Background: an optimization exercise with open tools, aiming at small area. Do not read the settings as production practice.
In this exercise RTL edits were held to simulation tests only and were not proved equivalent to the original.
Power figures rest on the tool's default switching activity, not on a simulated workload.

// enc_channel
module enc_channel (
    input  wire        clk,
    input  wire        rst,             
    input  wire        a_in,            
    input  wire        b_in,
    input  wire        z_in,
    input  wire        a_low,           
    input  wire        b_low,
    input  wire        z_low,
    input  wire        en,              
    input  wire [1:0]  cfg_decode,      
    input  wire        cfg_invert,
    input  wire        cfg_z_en,
    input  wire        cfg_z_pol,
    input  wire        cfg_idx_check,
    input  wire        cfg_line_det,
    input  wire [7:0]  cfg_idx_tol,
    input  wire [4:0]  filt_a,          
    input  wire [4:0]  filt_b,
    input  wire [4:0]  filt_z,
    input  wire [24:0] rev_count,       
    input  wire [23:0] idx_exp,         
    input  wire [5:0]  flt_clr,         
    input  wire        cnt_clr,         
    output reg  [23:0] pos,             
    output reg  [31:0] rev,             
    output reg  [31:0] raw,             
    output reg  [31:0] qerr,            
    output reg  [23:0] idx_cap,         
    output reg  [31:0] idx_cnt,         
    output reg  [63:0] edge_till,       
    output reg  [31:0] edge_dt,         
    output reg  [5:0]  flt,             
    output reg         untrusted,       
    output reg         dir,
    output reg         hyst,
    output reg         ev_qburst,       
    output reg  [1:0]  ev_index,        
    output wire [2:0]  ev_line          
);
Settings: LEC_CHECK=0, ABC_AREA=1, CAP_MARGIN=20, CORE_MARGIN=2, CORE_UTILIZATION=70, SLEW_MARGIN=20; clock period 13.0 ns.
standard.sh (not shown) runs the stock make flow with config.mk's settings and CLKGATE_MAP_FILE= SYNTH_SCRIPT=/design/flow/synth_recipe.tcl, a recipe that flattens the netlist after the stock synthesis.
==> flow/flow/run.sh <==
#!/bin/bash
# The standard layout, with buf_1 port buffers and a clock tree of
# clkbuf_16 leaves without dummy loads. Each step's log is in orfs/logs/.
set -euo pipefail
export BUFFER_PORTS_ARGS="-buffer_cell sky130_fd_sc_hd__buf_1"
export CTS_ARGS="-sink_clustering_enable -repair_clock_nets -dont_use_dummy_load -buf_list sky130_fd_sc_hd__clkbuf_16 -sink_clustering_size 30 -sink_clustering_max_diameter 100"
bash standard.sh > standard.log 2>&1
The starting point completed without violations.
==> next run, changes <==
==> flow/flow/run.sh (replaced) <==
#!/bin/bash
# The standard layout, with buf_1 port buffers and a clock tree of
# clkbuf_8 leaves without dummy loads. Each step's log is in orfs/logs/.
set -euo pipefail
export BUFFER_PORTS_ARGS="-buffer_cell sky130_fd_sc_hd__buf_1"
export CTS_ARGS="-sink_clustering_enable -repair_clock_nets -dont_use_dummy_load -buf_list sky130_fd_sc_hd__clkbuf_8 -sink_clustering_size 16 -sink_clustering_max_diameter 80"
bash standard.sh > standard.log 2>&1
CAP_MARGIN = 0   (was 20)
SLEW_MARGIN = 0   (was 20)
- hold slack is about the same
- routed wire length is higher by about 0.7%
- sequential share of layout area hardly moves
- count of clock-buffer cells in the layout increases by 16
- die area is unchanged
- synthesized cell count does not change
- power is lower by 0.74%
- non-clock buffer count came out lower by 1
- global-route usage climbs by 0.33 points
- clock power falls by about 3.4%
==> next run, changes <==
==> flow/flow/run.sh (replaced) <==
#!/bin/bash
# The standard layout, with buf_1 port buffers. Each step's log is in
# orfs/logs/.
set -euo pipefail
export BUFFER_PORTS_ARGS="-buffer_cell sky130_fd_sc_hd__buf_1"
bash standard.sh > standard.log 2>&1
ABC_AREA = unset   (was 1)
CAP_MARGIN = 20   (was 0)
CORE_UTILIZATION = 55   (was 70)
SLEW_MARGIN = 20   (was 0)
After rerunning: The new run produced a clean layout. Synthesized cell count is lower by 12%. Setup slack is worse by 0.97 ns. Area after synthesis hardly moves. Non-clock buffer count is higher by 21.
==> next run, changes <==
==> flow/flow/run.sh (replaced) <==
#!/bin/bash
# The standard layout, with buf_1 port buffers and a clock tree of
# clkbuf_8 leaves without dummy loads. Each step's log is in orfs/logs/.
set -euo pipefail
export BUFFER_PORTS_ARGS="-buffer_cell sky130_fd_sc_hd__buf_1"
export CTS_ARGS="-sink_clustering_enable -repair_clock_nets -dont_use_dummy_load -buf_list sky130_fd_sc_hd__clkbuf_8 -sink_clustering_size 16 -sink_clustering_max_diameter 80"
bash standard.sh > standard.log 2>&1
ABC_AREA = 1   (was unset)
CORE_UTILIZATION = 70   (was 55)
Effect: Power drops by 19%. Final area falls by 5.2%. Setup slack improved by 0.93 ns. Worst hold slack got worse by 0.019 ns.
==> next run, changes <==
ABC_AREA = unset   (was 1)
=> The new run completed without violations; worst setup slack degrades by 0.98 ns; register-to-register slack degrades by 1.0 ns; fmax came out lower by about 8%; worst hold slack improved by 0.031 ns; global-route usage hardly moves; wire length grows by about 0.7%; die area is about the same.
==> next run, changes <==
CORE_UTILIZATION = 55   (was 70)
Result: The new run produced a clean layout; sequential share of layout area falls by 0.29 points; final cell count rises by 3.8%; total power hardly moves.

==> what the ideal ports hide <==
Ports are ideal in the flow. The routed layouts listed here were re-timed in OpenROAD. Step 1 assumes that a clkbuf_16 drives the clock port and a buf_2 every other input. Step 2, shift: input delay + t, output delay - t, t = (earliest + latest rising clock arrival at the registers) / 2. This alone moves slack from input paths to output paths. Three values: ideal ports, drivers, drivers and shift; two values: the first two.
run | t (ns) | setup WS [ns] | worst slew at a driven data input, ns
the first run | 0.613 | 1.526 / 1.558 / 0.945 | 0.12
the second run | 0.676 | 1.624 / 1.656 / 0.980 | 0.11
the third run | 0.673 | 0.656 / 0.692 / 0.019 | 0.12
the fourth run | 0.671 | 1.588 / 1.620 / 0.948 | 0.11
the fifth run | 0.683 | 0.607 / 0.636 / -0.048 | 0.12
the sixth run | 0.659 | 0.618 / 0.658 / -0.002 | 0.11
With both steps, setup timing fails in the fifth run and the sixth run, where it was met with ideal ports. The setup slack of the fifth run, which loses most, moves by +0.029 ns with the drivers and by -0.655 ns with both steps.
